Background: an optimization exercise with open tools, aiming at small area and a short achievable clock period. Do not read the settings as production practice. Function was checked by simulation only, so behaviour that the tests miss may differ from the original.

==> job 1641 <==
## ylb_fpu
module ylb_fpu (
    input             clk,
    input             rst_n,
    input             in_valid,
    input      [3:0]  in_fn,
    input      [31:0] in_a,
    input      [31:0] in_b,
    input      [31:0] in_c,
    output            out_valid,
    output            out_wr,
    output            out_fl,
    output     [31:0] out_res,
    output     [3:0]  out_flags
);
make LEC_CHECK=0 CAP_MARGIN=20 CORE_MARGIN=2 CORE_UTILIZATION=45 SETUP_SLACK_MARGIN=5 SLEW_MARGIN=20 TNS_END_PERCENT=5 finish   # period 12.0 ns
run.sh (not shown) runs the stock make flow with config.mk's settings and CLKGATE_MAP_FILE= SYNTH_SCRIPT=/design/flow/synth_recipe.tcl, a recipe that flattens the netlist after the stock synthesis.
==> inputs of job 1478, as changes to job 1641 <==
--- a/flow/design.v
+++ b/flow/design.v
@@ -108,26 +108,38 @@
     wire       zh0 = is_add ? b_hid : ~is_mul & c_hid;
     wire signed [11:0] dxy  = {4'b0, in_a[30:23]} + {4'b0, ye0} - {4'b0, ze0} - 12'sd100 +
                               {11'b0, ~a_hid} + {11'b0, ~yh0} - {11'b0, ~zh0};
     wire signed [11:0] dti  = 12'sd158 - {4'b0, in_a[30:23]} - {11'b0, ~a_hid};
     wire               anch = ~is_arith | a_zero | (~is_add & b_zero) | (dxy <= 0);
     wire signed [11:0] sh   = is_ftoi ? dti : anch ? 12'sd0 : dxy;
     wire [6:0]         sh7  = (sh[11] ? 7'd0 : (|sh[10:7]) ? 7'd127 : sh[6:0]);
+    wire       is_fma = (in_fn == FMA) || (in_fn == FMS);
+    wire [23:0] zm0 = is_add  ? {b_hid, in_b[22:0]} :
+                      is_fma  ? {c_hid, in_c[22:0]} :
+                      is_ftoi ? {a_hid, in_a[22:0]} : 24'b0;
+    reg  [6:0] zthr0;
+    integer k;
+    always @* begin
+        zthr0 = 7'd127;
+        for (k = 23; k >= 0; k = k - 1)
+            if (zm0[k]) zthr0 = 7'd52 + k[6:0];
+    end
     reg sub0;
     always @* begin
         case (in_fn)
             FADD:    sub0 = in_a[31] ^ in_b[31];
             FSUB:    sub0 = ~(in_a[31] ^ in_b[31]);
             FMUL:    sub0 = ~(in_a[31] ^ in_b[31]);
             FMA:     sub0 = in_a[31] ^ in_b[31] ^ in_c[31];
             FMS:     sub0 = ~(in_a[31] ^ in_b[31] ^ in_c[31]);
             default: sub0 = 1'b0;
         endcase
     end
     reg         v1, arith1, cvt1, ftoi1, wr1, anch1, sub1;
+    reg [6:0]   zthr1;
     reg [6:0]   sh1;
     reg [31:0]  x1, y1, z1;
     reg         xh1, yh1, zh1;
     reg [3:0]   flags1;
     always @(posedge clk) begin
         if (!rst_n)
             v1 <= 1'b0;
@@ -136,14 +148,15 @@
         arith1 <= is_arith;
         cvt1   <= is_cvt;
         ftoi1  <= is_ftoi;
         wr1    <= (in_fn != FCMP);
         anch1  <= anch;
         sub1   <= sub0;
         sh1    <= sh7;
+        zthr1  <= zthr0;
         x1     <= x;
         y1     <= y;
         z1     <= z;
         xh1    <= |x[30:23];
         yh1    <= |y[30:23];
         zh1    <= z_hid;
         flags1 <= cmp_flags;
@@ -162,34 +175,28 @@
     wire x_nan = x_max & ~x_fz, y_nan = y_max & ~y_fz, z_nan = z_max & ~z_fz;
     wire x_inf = x_max & x_fz,  y_inf = y_max & y_fz,  z_inf = z_max & z_fz;
     wire x_zero = ~xh & x_fz, y_zero = ~yh & y_fz, z_zero = ~zh & z_fz;
     wire p_zero = x_zero | y_zero;
     wire p_inf  = x_inf | y_inf;
     wire sp  = arith1 ? (xs ^ ys) : cvt1 ? 1'b0 : zs;
     wire sub = sub1;
+    integer i;
     reg  [76:0]        zsh;
     always @* begin
         zsh = {sub, zm ^ {24{sub}}, {52{sub}}};
         if (sh1[0]) zsh = {{ 1{sub}}, zsh[76:1]};
         if (sh1[1]) zsh = {{ 2{sub}}, zsh[76:2]};
         if (sh1[2]) zsh = {{ 4{sub}}, zsh[76:4]};
         if (sh1[3]) zsh = {{ 8{sub}}, zsh[76:8]};
         if (sh1[4]) zsh = {{16{sub}}, zsh[76:16]};
         if (sh1[5]) zsh = {{32{sub}}, zsh[76:32]};
         if (sh1[6]) zsh = {{64{sub}}, zsh[76:64]};
     end
-    reg                zst;
-    integer i;
-    always @* begin
-        zst = 1'b0;
-        for (i = 0; i < 24; i = i + 1)
-            if (sh1 > 7'd52 + i) zst = zst | zm[i];
-    end
     wire [8:0] pl = ftoi1 ? 9'd0 : cvt1 ? 9'd189 : anch1 ? ({1'b0, zE} - 9'd1) : ({1'b0, xE} + {1'b0, yE} - 9'd101);
-    wire [77:0] zin  = cvt1 ? {y1[31], y1, z1, 13'b0} : {sub, sub, zsh[75:0], zst ^ sub};
+    wire [77:0] zin  = cvt1 ? {y1[31], y1, z1, 13'b0} : {sub, sub, zsh[75:0], (sh1 > zthr1) ^ sub};
     wire [77:0] tsum;
     mac_tree u_mac (.mx(xm), .my(ym), .zin(zin), .cin(sub), .t(tsum));
     wire spec_nan = ~cvt1 & (x_nan | y_nan | z_nan | (p_inf & p_zero) | (p_inf & z_inf & (zs != sp)));
     wire spec_inf = ~cvt1 & (ftoi1 ? (zE >= 8'd158) : (p_inf | z_inf));
     wire inf_sgn  = p_inf ? sp : zs;
     wire zero_sgn = ~cvt1 & p_zero & z_zero & sp & zs;
     reg         v2, wr2, ftoi2, sp2, nan2, inf2, isg2, zsg2;
- PLACE_DENSITY: default -> 0.72
==> inputs of job 6069, as changes to job 1641 <==
--- a/flow/design.v
+++ b/flow/design.v
@@ -27,26 +27,26 @@
     localparam [3:0] FTOI   = 4'hE;
     localparam [3:0] FCLAMP = 4'hF;
     localparam [31:0] F_ONE = 32'h3F80_0000;
     localparam [31:0] SIGN  = 32'h8000_0000;
     wire a_nan = (&in_a[30:23]) && (|in_a[22:0]);
     wire b_nan = (&in_b[30:23]) && (|in_b[22:0]);
     wire c_nan = (&in_c[30:23]) && (|in_c[22:0]);
-    wire a_hid = |in_a[30:23], b_hid = |in_b[30:23], c_hid = |in_c[30:23];
     wire [31:0] a_key = in_a[31] ? {1'b0, ~in_a[30:0]} : {1'b1, in_a[30:0]};
     wire [31:0] b_key = in_b[31] ? {1'b0, ~in_b[30:0]} : {1'b1, in_b[30:0]};
     wire [31:0] c_key = in_c[31] ? {1'b0, ~in_c[30:0]} : {1'b1, in_c[30:0]};
     wire        a_lt_b = (a_key < b_key);
     wire        ab_eq  = (in_a == in_b);
-    wire        min_a  = ~a_nan & (b_nan | a_lt_b);      
-    wire        max_b  = a_nan | (~b_nan & a_lt_b);      
+    wire [31:0] min_ab = a_nan ? in_b : b_nan ? in_a : a_lt_b ? in_a : in_b;
+    wire [31:0] max_ab = a_nan ? in_b : b_nan ? in_a : a_lt_b ? in_b : in_a;
     wire        a_le_c = ~(c_key < a_key);
     wire        b_le_c = ~(c_key < b_key);
-    wire        m_le_c = max_b ? b_le_c : a_le_c;
-    wire        clamp_c = (a_nan & b_nan) | (~c_nan & ~m_le_c);
+    wire        max_a  = b_nan | (~a_nan & ~a_lt_b);
+    wire        m_le_c = max_a ? a_le_c : b_le_c;
+    wire [31:0] clamp  = (a_nan & b_nan) ? in_c : c_nan ? max_ab : m_le_c ? max_ab : in_c;
     wire both_zero = (in_a[30:0] == 0) && (in_b[30:0] == 0);
     reg [3:0] cmp_flags;
     always @* begin
         if (a_nan || b_nan)
             cmp_flags = 4'b0001;
         else if (both_zero || ab_eq)
             cmp_flags = 4'b1000;
@@ -54,65 +54,46 @@
             cmp_flags = 4'b0100;
         else
             cmp_flags = 4'b0000;
     end
     wire is_arith = (in_fn <= FMS);
     wire is_cvt   = (in_fn == FCVT) || (in_fn == FCVTL);
     wire is_ftoi  = (in_fn == FTOI);
-    reg [31:0] x, y;
+    reg [31:0] x, y, z;
     always @* begin
         x = 32'b0;
         y = 32'b0;
+        z = in_a;
         case (in_fn)
-            FADD:   begin x = in_a;        y = F_ONE; end
-            FSUB:   begin x = in_a;        y = F_ONE; end
-            FMUL:   begin x = in_a;        y = in_b;  end
-            FMA:    begin x = in_a;        y = in_b;  end
-            FMS:    begin x = in_a ^ SIGN; y = in_b;  end
+            FADD:   begin x = in_a;        y = F_ONE; z = in_b;        end
+            FSUB:   begin x = in_a;        y = F_ONE; z = in_b ^ SIGN; end
+            FMUL:   begin x = in_a;        y = in_b;  z = SIGN;        end
+            FMA:    begin x = in_a;        y = in_b;  z = in_c;        end
+            FMS:    begin x = in_a ^ SIGN; y = in_b;  z = in_c;        end
+            FMIN:   z = min_ab;
+            FMAX:   z = max_ab;
+            FABS:   z = {1'b0, in_a[30:0]};
+            FNEG:   z = in_a ^ SIGN;
+            FCLAMP: z = clamp;
             FCVT:   y = {32{in_a[31]}};
             FCVTL:  y = in_b;
             default: ;
         endcase
     end
-    reg z_a, z_b, z_c, z_s;
-    always @* begin
-        z_a = 1'b0;
-        z_b = 1'b0;
-        z_c = 1'b0;
-        z_s = in_a[31];
-        case (in_fn)
-            FADD:   begin z_b = 1'b1; z_s = in_b[31];  end
-            FSUB:   begin z_b = 1'b1; z_s = ~in_b[31]; end
-            FMUL:   z_s = 1'b1;
-            FMA,
-            FMS:    begin z_c = 1'b1; z_s = in_c[31];  end
-            FMIN:   begin z_a = min_a; z_b = ~min_a;
-                          z_s = min_a ? in_a[31] : in_b[31]; end
-            FMAX:   begin z_a = ~max_b; z_b = max_b;
-                          z_s = max_b ? in_b[31] : in_a[31]; end
-            FABS:   begin z_a = 1'b1; z_s = 1'b0;      end
-            FNEG:   begin z_a = 1'b1; z_s = ~in_a[31]; end
-            FCLAMP: begin z_a = ~clamp_c & ~max_b; z_b = ~clamp_c & max_b; z_c = clamp_c;
-                          z_s = clamp_c ? in_c[31] : max_b ? in_b[31] : in_a[31]; end
-            default: z_a = 1'b1;
-        endcase
-    end
-    wire [31:0] z  = {z_s, ({31{z_a}} & in_a[30:0]) | ({31{z_b}} & in_b[30:0]) | ({31{z_c}} & in_c[30:0])};
-    wire        z_hid = (z_a & a_hid) | (z_b & b_hid) | (z_c & c_hid);
+    wire [7:0] aE = {in_a[30:24], in_a[23] | ~|in_a[30:23]};
+    wire [7:0] bE = {in_b[30:24], in_b[23] | ~|in_b[30:23]};
+    wire [7:0] cE = {in_c[30:24], in_c[23] | ~|in_c[30:23]};
     wire       is_add = (in_fn == FADD) || (in_fn == FSUB);
     wire       is_mul = (in_fn == FMUL);
     wire       a_zero = ~|in_a[30:0];
     wire       b_zero = ~|in_b[30:0];
-    wire [7:0] ye0 = is_add ? 8'd127 : in_b[30:23];
-    wire       yh0 = is_add | b_hid;
-    wire [7:0] ze0 = is_add ? in_b[30:23] : is_mul ? 8'd0 : in_c[30:23];
-    wire       zh0 = is_add ? b_hid : ~is_mul & c_hid;
-    wire signed [11:0] dxy  = {4'b0, in_a[30:23]} + {4'b0, ye0} - {4'b0, ze0} - 12'sd100 +
-                              {11'b0, ~a_hid} + {11'b0, ~yh0} - {11'b0, ~zh0};
-    wire signed [11:0] dti  = 12'sd158 - {4'b0, in_a[30:23]} - {11'b0, ~a_hid};
+    wire [7:0] yE0 = is_add ? 8'd127 : bE;
+    wire [7:0] zE0 = is_add ? bE : is_mul ? 8'd1 : cE;
+    wire signed [11:0] dxy  = {4'b0, aE} + {4'b0, yE0} - {4'b0, zE0} - 12'sd100;
+    wire signed [11:0] dti  = 12'sd158 - {4'b0, aE};
     wire               anch = ~is_arith | a_zero | (~is_add & b_zero) | (dxy <= 0);
     wire signed [11:0] sh   = is_ftoi ? dti : anch ? 12'sd0 : dxy;
     wire [6:0]         sh7  = (sh[11] ? 7'd0 : (|sh[10:7]) ? 7'd127 : sh[6:0]);
     reg sub0;
     always @* begin
         case (in_fn)
             FADD:    sub0 = in_a[31] ^ in_b[31];
@@ -122,15 +103,14 @@
             FMS:     sub0 = ~(in_a[31] ^ in_b[31] ^ in_c[31]);
             default: sub0 = 1'b0;
         endcase
     end
     reg         v1, arith1, cvt1, ftoi1, wr1, anch1, sub1;
     reg [6:0]   sh1;
     reg [31:0]  x1, y1, z1;
-    reg         xh1, yh1, zh1;
     reg [3:0]   flags1;
     always @(posedge clk) begin
         if (!rst_n)
             v1 <= 1'b0;
         else
             v1 <= in_valid;
         arith1 <= is_arith;
@@ -139,22 +119,19 @@
         wr1    <= (in_fn != FCMP);
         anch1  <= anch;
         sub1   <= sub0;
         sh1    <= sh7;
         x1     <= x;
         y1     <= y;
         z1     <= z;
-        xh1    <= |x[30:23];
-        yh1    <= |y[30:23];
-        zh1    <= z_hid;
         flags1 <= cmp_flags;
     end
     wire       xs = x1[31], ys = y1[31], zs = z1[31];
     wire [7:0] xe = x1[30:23], ye = y1[30:23], ze = z1[30:23];
-    wire       xh = xh1, yh = yh1, zh = zh1;
+    wire       xh = |xe, yh = |ye, zh = |ze;
     wire [23:0] xm = {xh, x1[22:0]};
     wire [23:0] ym = {yh, y1[22:0]};
     wire [23:0] zm = {zh, z1[22:0]};
     wire [7:0] xE = {xe[7:1], xe[0] | ~xh};
     wire [7:0] yE = {ye[7:1], ye[0] | ~yh};
     wire [7:0] zE = {ze[7:1], ze[0] | ~zh};
     wire x_max = &xe, y_max = &ye, z_max = &ze;
@@ -217,15 +194,15 @@
     always @* begin
         for (i = 0; i < 77; i = i + 1)
             lzd[i] = (t2[i] ^ t2[i+1]) | (pl2 == 9'd76 - i);
     end
     wire [6:0]  lsh;
     lzc77 u_lzc (.d(lzd), .lz(lsh));
     wire               ix   = ftoi2 & sp2;
-    wire [76:0]        nvf  = {t2[76:52] ^ {25{ix}}, t2[51:0]} << lsh;
+    wire [76:0]        nvf  = (t2[76:0] ^ {77{ix}}) << lsh;
     reg                stf;                  
     always @* begin
         stf = 1'b0;
         for (i = 0; i < 52; i = i + 1)
             if (lsh < 7'd52 - i) stf = stf | t2[i];
     end
     wire [24:0]        nn   = ~nvf[76:52];
@@ -262,28 +239,25 @@
     wire        rg  = nv3[0];
     wire        rs  = stf3;
     wire        rup = rg & (rs | rm[0]);
     wire [31:0] iv  = {nv3[24:0], mi3[7:1]};
     wire        ig  = mi3[0] ^ sgn3;
     wire        il  = mi3[1] ^ sgn3;
     wire        iup = ig & (sti3 | il);
-    wire [22:0] lo  = rm[22:0] + {22'b0, rup};
-    wire        c23 = rup & (&rm[22:0]);
-    wire signed [11:0] eh0 = ebm3 + {11'b0, nv3[25]} + {11'b0, rm[23]};
-    wire signed [11:0] eh1 = eh0 + 12'sd1;
-    wire        ov0 = ~eh0[11] & (eh0[10:0] >= 11'd255);
-    wire        ov1 = ~eh1[11] & (eh1[10:0] >= 11'd255);
-    wire signed [11:0] ehi = c23 ? eh1 : eh0;
-    wire        ovf = c23 ? ov1 : ov0;
+    wire [22:0] blo = ftoi3 ? iv[22:0] : rm[22:0];
+    wire        bin = ftoi3 ? (iup ^ sgn3) : rup;
+    wire [23:0] lo  = {1'b0, blo} + {23'b0, bin};
+    wire signed [11:0] ehi = ebm3 + {11'b0, nv3[25]} + {11'b0, rm[23]} + {11'b0, lo[23]};
+    wire        ovf = ~ehi[11] & (ehi[10:0] >= 11'd255);
     wire [31:0] pk  = {1'b0, ehi[7:0], lo[22:0]};
     wire [31:0] f_res = nan3 ? 32'h7FC0_0000 :
                         (inf3 | ovf) ? {sgn3, 31'h7F80_0000} :
                         zero3 ? {sgn3, 31'b0} :
                                 {sgn3, pk[30:0]};
-    wire [31:0] ti  = iv + {31'b0, iup ^ sgn3};
+    wire [31:0] ti  = {iv[31:23] + {8'b0, lo[23]}, lo[22:0]};
     wire [31:0] i_res = nan3 ? 32'b0 :
                         inf3 ? (sgn3 ? 32'h8000_0000 : 32'h7FFF_FFFF) : ti;
     assign out_valid = v3;
     assign out_wr    = wr3;
     assign out_fl    = ~wr3;
     assign out_flags = flags3;
     assign out_res   = ftoi3 ? i_res : f_res;
- CORE_UTILIZATION: 45 -> 60
- TNS_END_PERCENT: 5 -> default
==> reports/results.ini <==
[finish]
design_area_sq_mm = 0.05437
insertedDiodeCount = 2

[synthesis]
synth_top_area_share_pct = 22.39
ys_ff_latch = 276

[power_and_ir_drop]
power_frac_seq_pct = 13.6
switching_share_pct = 55.83
intPower_mw = 5.986

[status]
status = no timing/DRC/antenna violations

[grt]
first_global_vias = 45860

[route]
avgViaCountPerCell = 6.230

the above is filed under job 1478

==> reports/results.ini <==
[status]
status = no timing/DRC/antenna violations

[power_and_ir_drop]
power_frac_seq_pct = 10.5
intPower_mw = 7.139
switching_share_pct = 58.98

[synthesis]
ys_ff_latch = 267
synth_top_area_share_pct = 21.24

[route]
avgViaCountPerCell = 6.958

[finish]
design_area_sq_mm = 0.05901

the above is filed under job 6069

==> reports/results.ini <==
[status]
status = no timing/DRC/antenna violations

[route]
avgViaCountPerCell = 6.273
wl_met3_mm = 19.75
drtAntennaViolNets = 0

[finish]
insertedDiodeCount = 1
regMostFlops = t2
design_area_sq_mm = 0.05437

[synthesis]
synth_top_area_share_pct = 22.39
postSynthCellCount = 6015
ys_ff_latch = 270

[grt]
first_global_vias = 46400

the above is filed under job 1641

[re-timing with driven ports]
Ports are ideal in the flow. The routed layouts listed here were re-timed in OpenROAD.
Step 1 assumes that a clkbuf_16 drives the clock port and a buf_2 every other input.
Step 2 also shifts input and output timing later by t, the mid clock arrival at the registers, as if the neighbouring blocks saw the same clock.
Slacks: no drivers / after step 1 / after step 2; pairs: no drivers / after step 1.
run | shift t [ns] | slack for setup (ns) | hold slack, ns | clock arrival spread, ns | cell pins on the clock port's net
job 1641 | 0.665 | 4.326 / 4.326 / 4.148 | 0.327 / 0.327 / 0.327 | 0.029 / 0.029 | 1
job 1478 | 0.644 | 4.619 / 4.619 / 4.139 | 0.322 / 0.322 / 0.322 | 0.068 / 0.068 | 1
job 6069 | 0.711 | 4.088 / 4.011 / 4.109 | 0.326 / 0.326 / 0.326 | 0.023 / 0.024 | 1
After both steps setup and hold are still met in every run listed. The setup slack of job 1478, which loses most, moves by 0.000 ns with the drivers and by -0.480 ns with both steps.
